From an optimization exercise on the open Yosys and OpenROAD flow, aimed at small area, a short achievable clock period and few clock cycles per item; shortcuts taken in it are not production practice. RTL that was checked went through simulation tests only; none was proved equivalent to the original.

rev 12:
==> flow/design.v <==
module sha256_engine (
    input  wire         clk,
    input  wire         rst,         
    input  wire         in_valid,
    output wire         in_ready,
    input  wire         in_first,
    input  wire [31:0]  in_data,
    output wire         out_valid,
    input  wire         out_ready,
    output wire [255:0] out_digest
);
    reg        ld;         
    reg        rdy;        
    reg [3:0]  lag;        
    reg        run;        
    reg        fin;        
    reg        ov;         
    reg [3:0]  wcnt;       
    reg [5:0]  rn;         
    reg        first_q;    
    reg [31:0] w [0:15];
    reg [31:0] a, b, c, d, e, f, g, h;
    reg [31:0] ra [0:3];
    reg [31:0] re [0:3];
    function [31:0] rotr(input [31:0] x, input integer n);
        rotr = (x >> n) | (x << (32 - n));
    endfunction
    function [31:0] bsig0(input [31:0] x);
        bsig0 = rotr(x, 2) ^ rotr(x, 13) ^ rotr(x, 22);
    endfunction
    function [31:0] bsig1(input [31:0] x);
        bsig1 = rotr(x, 6) ^ rotr(x, 11) ^ rotr(x, 25);
    endfunction
    function [31:0] ssig0(input [31:0] x);
        ssig0 = rotr(x, 7) ^ rotr(x, 18) ^ (x >> 3);
    endfunction
    function [31:0] ssig1(input [31:0] x);
        ssig1 = rotr(x, 17) ^ rotr(x, 19) ^ (x >> 10);
    endfunction
    function [31:0] csa_s(input [31:0] x, input [31:0] y, input [31:0] z);
        csa_s = x ^ y ^ z;
    endfunction
    function [31:0] csa_c(input [31:0] x, input [31:0] y, input [31:0] z);
        csa_c = ((x & y) | (x & z) | (y & z)) << 1;
    endfunction
    localparam [31:0] IV0 = 32'h6a09e667, IV1 = 32'hbb67ae85,
                      IV2 = 32'h3c6ef372, IV3 = 32'ha54ff53a,
                      IV4 = 32'h510e527f, IV5 = 32'h9b05688c,
                      IV6 = 32'h1f83d9ab, IV7 = 32'h5be0cd19;
    reg [31:0] k_t;
    always @(*) begin
        case (rn)
            6'd0:  k_t = 32'h428a2f98; 6'd1:  k_t = 32'h71374491;
            6'd2:  k_t = 32'hb5c0fbcf; 6'd3:  k_t = 32'he9b5dba5;
            6'd4:  k_t = 32'h3956c25b; 6'd5:  k_t = 32'h59f111f1;
            6'd6:  k_t = 32'h923f82a4; 6'd7:  k_t = 32'hab1c5ed5;
            6'd8:  k_t = 32'hd807aa98; 6'd9:  k_t = 32'h12835b01;
            6'd10: k_t = 32'h243185be; 6'd11: k_t = 32'h550c7dc3;
            6'd12: k_t = 32'h72be5d74; 6'd13: k_t = 32'h80deb1fe;
            6'd14: k_t = 32'h9bdc06a7; 6'd15: k_t = 32'hc19bf174;
            6'd16: k_t = 32'he49b69c1; 6'd17: k_t = 32'hefbe4786;
            6'd18: k_t = 32'h0fc19dc6; 6'd19: k_t = 32'h240ca1cc;
            6'd20: k_t = 32'h2de92c6f; 6'd21: k_t = 32'h4a7484aa;
            6'd22: k_t = 32'h5cb0a9dc; 6'd23: k_t = 32'h76f988da;
            6'd24: k_t = 32'h983e5152; 6'd25: k_t = 32'ha831c66d;
            6'd26: k_t = 32'hb00327c8; 6'd27: k_t = 32'hbf597fc7;
            6'd28: k_t = 32'hc6e00bf3; 6'd29: k_t = 32'hd5a79147;
            6'd30: k_t = 32'h06ca6351; 6'd31: k_t = 32'h14292967;
            6'd32: k_t = 32'h27b70a85; 6'd33: k_t = 32'h2e1b2138;
            6'd34: k_t = 32'h4d2c6dfc; 6'd35: k_t = 32'h53380d13;
            6'd36: k_t = 32'h650a7354; 6'd37: k_t = 32'h766a0abb;
            6'd38: k_t = 32'h81c2c92e; 6'd39: k_t = 32'h92722c85;
            6'd40: k_t = 32'ha2bfe8a1; 6'd41: k_t = 32'ha81a664b;
            6'd42: k_t = 32'hc24b8b70; 6'd43: k_t = 32'hc76c51a3;
            6'd44: k_t = 32'hd192e819; 6'd45: k_t = 32'hd6990624;
            6'd46: k_t = 32'hf40e3585; 6'd47: k_t = 32'h106aa070;
            6'd48: k_t = 32'h19a4c116; 6'd49: k_t = 32'h1e376c08;
            6'd50: k_t = 32'h2748774c; 6'd51: k_t = 32'h34b0bcb5;
            6'd52: k_t = 32'h391c0cb3; 6'd53: k_t = 32'h4ed8aa4a;
            6'd54: k_t = 32'h5b9cca4f; 6'd55: k_t = 32'h682e6ff3;
            6'd56: k_t = 32'h748f82ee; 6'd57: k_t = 32'h78a5636f;
            6'd58: k_t = 32'h84c87814; 6'd59: k_t = 32'h8cc70208;
            6'd60: k_t = 32'h90befffa; 6'd61: k_t = 32'ha4506ceb;
            6'd62: k_t = 32'hbef9a3f7; default: k_t = 32'hc67178f2;
        endcase
    end
    wire [31:0] ch  = (e & f) ^ (~e & g);
    wire [31:0] maj = (a & b) ^ (a & c) ^ (b & c);
    wire [31:0] s1e = bsig1(e);
    wire [31:0] s0a = bsig0(a);
    wire [31:0] x_s = csa_s(h, k_t, w[15]);
    wire [31:0] x_c = csa_c(h, k_t, w[15]);
    wire [31:0] y_s = csa_s(x_s, x_c, d);
    wire [31:0] y_c = csa_c(x_s, x_c, d);
    wire [31:0] e1_s = csa_s(s1e, ch, y_s);
    wire [31:0] e1_c = csa_c(s1e, ch, y_s);
    wire [31:0] e2_s = csa_s(e1_s, e1_c, y_c);
    wire [31:0] e2_c = csa_c(e1_s, e1_c, y_c);
    wire [31:0] e_new = e2_s + e2_c;
    wire [31:0] p_s = csa_s(s1e, ch, s0a);
    wire [31:0] p_c = csa_c(s1e, ch, s0a);
    wire [31:0] q_s = csa_s(maj, x_s, x_c);
    wire [31:0] q_c = csa_c(maj, x_s, x_c);
    wire [31:0] m_s = csa_s(p_s, p_c, q_s);
    wire [31:0] m_c = csa_c(p_s, p_c, q_s);
    wire [31:0] n_s = csa_s(m_s, m_c, q_c);
    wire [31:0] n_c = csa_c(m_s, m_c, q_c);
    wire [31:0] a_new = n_s + n_c;
    wire [31:0] u0_s = csa_s(ssig1(w[14]), w[9], ssig0(w[1]));
    wire [31:0] u0_c = csa_c(ssig1(w[14]), w[9], ssig0(w[1]));
    wire [31:0] u1_s = csa_s(u0_s, u0_c, w[0]);
    wire [31:0] u1_c = csa_c(u0_s, u0_c, w[0]);
    wire [31:0] wnew = u1_s + u1_c;
    wire take   = rdy && in_valid;                       
    wire ffwd   = run && (rn >= 6'd61);                   
    wire rstep  = run || (take && wcnt != 4'd0);          
    wire init   = take && wcnt == 4'd0;                  
    wire fstep  = ffwd || fin;                            
    wire last   = run && rn == 6'd63;
    wire [3:0] wcnt_n = take ? wcnt + 4'd1 : wcnt;
    wire       ld_n   = (take && wcnt == 4'd15) ? 1'b0 : (last ? 1'b1 : ld);
    wire [3:0] lag_n  = (!ld_n || wcnt_n == 4'd0 || take) ? 4'd0 : lag + 4'd1;
    wire       ov_n   = fin ? 1'b1 : (ov && !out_ready ? 1'b1 : 1'b0);
    wire       rdy_n  = ld_n && lag_n == 4'd0 && !(wcnt_n == 4'd15 && ov_n);
    reg [31:0] iva, ive;
    always @(*) begin
        case (rn[1:0])
            2'd1:    begin iva = IV3; ive = IV7; end
            2'd2:    begin iva = IV2; ive = IV6; end
            2'd3:    begin iva = IV1; ive = IV5; end
            default: begin iva = IV0; ive = IV4; end
        endcase
    end
    wire [31:0] fa_sum = (first_q ? iva : ra[0]) + a;
    wire [31:0] fe_sum = (first_q ? ive : re[0]) + e;
    assign in_ready   = rdy;
    assign out_valid  = ov;
    assign out_digest = {ra[3], ra[2], ra[1], ra[0], re[3], re[2], re[1], re[0]};
    integer i;
    always @(posedge clk) begin
        if (rst) begin
            ld   <= 1'b1;
            rdy  <= 1'b1;
            lag  <= 4'd0;
            run  <= 1'b0;
            fin  <= 1'b0;
            ov   <= 1'b0;
            wcnt <= 4'd0;
        end else begin
            ld   <= ld_n;
            rdy  <= rdy_n;
            lag  <= lag_n;
            wcnt <= wcnt_n;
            ov   <= ov_n;
            fin  <= last;
            if (take && wcnt == 4'd15)
                run <= 1'b1;
            else if (last)
                run <= 1'b0;
        end
    end
    always @(posedge clk) begin
        if (init)
            rn <= 6'd0;
        else if (rstep)
            rn <= rn + 6'd1;
        if (init)
            first_q <= in_first;
        for (i = 0; i < 15; i = i + 1)
            w[i] <= w[i + 1];
        w[15] <= take ? in_data : (run ? wnew : w[0]);
        if (init && in_first) begin
            {a, b, c, d, e, f, g, h} <= {IV0, IV1, IV2, IV3, IV4, IV5, IV6, IV7};
        end else if (rstep) begin
            h <= g;
            g <= f;
            f <= e;
            e <= e_new;
            d <= c;
            c <= b;
            b <= a;
            a <= a_new;
        end else if (fin) begin
            {a, b, c, d} <= {fa_sum, ra[3], ra[2], ra[1]};
            {e, f, g, h} <= {fe_sum, re[3], re[2], re[1]};
        end
        if (fstep) begin
            ra[0] <= ra[1]; ra[1] <= ra[2]; ra[2] <= ra[3]; ra[3] <= fa_sum;
            re[0] <= re[1]; re[1] <= re[2]; re[2] <= re[3]; re[3] <= fe_sum;
        end
    end
endmodule
make LEC_CHECK=0 CAP_MARGIN=20 CORE_MARGIN=2 CORE_UTILIZATION=40 SLEW_MARGIN=20 finish   # period 10.0 ns
run.sh (not shown) runs the stock make flow with config.mk's settings and CLKGATE_MAP_FILE= SYNTH_SCRIPT=/design/flow/synth_recipe.tcl, a recipe that flattens the netlist after the stock synthesis.
#### Input delta (rev 13 over rev 12)
-- flow/design.v --
<<< rev 12, line 11
);
    reg        ld;         
    reg        rdy;        
    reg [3:0]  lag;        
    reg        run;        
    reg        fin;        
>>> rev 13, line 11
);
    reg        ld;         
    reg        run;        
    reg        fin;        
<<< rev 12, line 112
    wire [31:0] u1_c = csa_c(u0_s, u0_c, w[0]);
    wire [31:0] wnew = u1_s + u1_c;
    wire take   = rdy && in_valid;                       
    wire ffwd   = run && (rn >= 6'd61);                   
    wire rstep  = run || (take && wcnt != 4'd0);          
    wire init   = take && wcnt == 4'd0;                  
    wire fstep  = ffwd || fin;                            
    wire last   = run && rn == 6'd63;
    wire [3:0] wcnt_n = take ? wcnt + 4'd1 : wcnt;
    wire       ld_n   = (take && wcnt == 4'd15) ? 1'b0 : (last ? 1'b1 : ld);
    wire [3:0] lag_n  = (!ld_n || wcnt_n == 4'd0 || take) ? 4'd0 : lag + 4'd1;
    wire       ov_n   = fin ? 1'b1 : (ov && !out_ready ? 1'b1 : 1'b0);
    wire       rdy_n  = ld_n && lag_n == 4'd0 && !(wcnt_n == 4'd15 && ov_n);
    reg [31:0] iva, ive;
    always @(*) begin
>>> rev 13, line 110
    wire [31:0] u1_c = csa_c(u0_s, u0_c, w[0]);
    wire [31:0] wnew = u1_s + u1_c;
    wire take   = ld && in_valid;                        
    wire ffwd   = run && (rn >= 6'd61);                   
    wire stall  = ffwd && ov;                             
    wire rstep  = (run && !stall) || (take && wcnt != 4'd0);   
    wire init   = take && wcnt == 4'd0;                  
    wire wshift = (run && !stall) || take;
    wire fstep  = (ffwd && !ov) || fin;                   
    reg [31:0] iva, ive;
    always @(*) begin
<<< rev 12, line 134
    wire [31:0] fa_sum = (first_q ? iva : ra[0]) + a;
    wire [31:0] fe_sum = (first_q ? ive : re[0]) + e;
    assign in_ready   = rdy;
    assign out_valid  = ov;
    assign out_digest = {ra[3], ra[2], ra[1], ra[0], re[3], re[2], re[1], re[0]};
>>> rev 13, line 128
    wire [31:0] fa_sum = (first_q ? iva : ra[0]) + a;
    wire [31:0] fe_sum = (first_q ? ive : re[0]) + e;
    assign in_ready   = ld;
    assign out_valid  = ov;
    assign out_digest = {ra[3], ra[2], ra[1], ra[0], re[3], re[2], re[1], re[0]};
<<< rev 12, line 141
        if (rst) begin
            ld   <= 1'b1;
            rdy  <= 1'b1;
            lag  <= 4'd0;
            run  <= 1'b0;
            fin  <= 1'b0;
>>> rev 13, line 135
        if (rst) begin
            ld   <= 1'b1;
            run  <= 1'b0;
            fin  <= 1'b0;
<<< rev 12, line 148
            wcnt <= 4'd0;
        end else begin
            ld   <= ld_n;
            rdy  <= rdy_n;
            lag  <= lag_n;
            wcnt <= wcnt_n;
            ov   <= ov_n;
            fin  <= last;
            if (take && wcnt == 4'd15)
                run <= 1'b1;
            else if (last)
                run <= 1'b0;
        end
    end
>>> rev 13, line 140
            wcnt <= 4'd0;
        end else begin
            fin <= 1'b0;
            if (take) begin
                wcnt <= wcnt + 4'd1;
                if (wcnt == 4'd15) begin
                    ld  <= 1'b0;
                    run <= 1'b1;
                end
            end
            if (run && !stall && rn == 6'd63) begin
                run <= 1'b0;
                fin <= 1'b1;
                ld  <= 1'b1;
            end
            if (fin)
                ov <= 1'b1;
            else if (ov && out_ready)
                ov <= 1'b0;
        end
    end
<<< rev 12, line 167
        if (init)
            first_q <= in_first;
        for (i = 0; i < 15; i = i + 1)
            w[i] <= w[i + 1];
        w[15] <= take ? in_data : (run ? wnew : w[0]);
        if (init && in_first) begin
            {a, b, c, d, e, f, g, h} <= {IV0, IV1, IV2, IV3, IV4, IV5, IV6, IV7};
>>> rev 13, line 166
        if (init)
            first_q <= in_first;
        if (wshift) begin
            for (i = 0; i < 15; i = i + 1)
                w[i] <= w[i + 1];
            w[15] <= ld ? in_data : wnew;
        end
        if (init && in_first) begin
            {a, b, c, d, e, f, g, h} <= {IV0, IV1, IV2, IV3, IV4, IV5, IV6, IV7};
==> run notes <==
Comparing rev 12 and rev 13, the lower cell depth of the worst setup path was measured on rev 12.
Looking at first-iteration DRC count, rev 13 sits about 11% lower than rev 12 does.
Simple-gate share of the synthesized area: rev 13 vs rev 12 down 1.2 points
Testbench counts of rev 13, summed over its fixed seeds: cycles 55,786, blocks 858.
No functional check of the RTL was part of rev 12.

## static timing again, ports no longer ideal
No port has a modelled driver above. Below, the same layouts with a new extraction and two added sets of constraints. Step 1, drivers: a clkbuf_16 drives clk and a buf_2 each remaining input, both assumed. Step 2 times the ports against the registers' clock, not the clock port: input delays grow and output delays shrink by t, the midpoint of the rising clock arrivals with the driver on. Slacks: no drivers / after step 1 / after step 2; pairs: no drivers / after step 1.
run | shift t [ns] | setup WS [ns] | hold slack, ns | worst setup path at the end | clock arrival spread, ns
rev 12 | 0.827 | 3.693 / 3.693 / 3.432 | 0.292 / 0.292 / 0.292 | input to register | 0.066 / 0.066
rev 13 | 0.822 | 3.414 / 3.414 / 3.169 | 0.413 / 0.413 / 0.413 | input to register | 0.031 / 0.031
After both steps every run listed still meets setup and hold. The setup slack of rev 12, which loses most, moves by 0.000 ns with the drivers and by -0.261 ns with both steps.
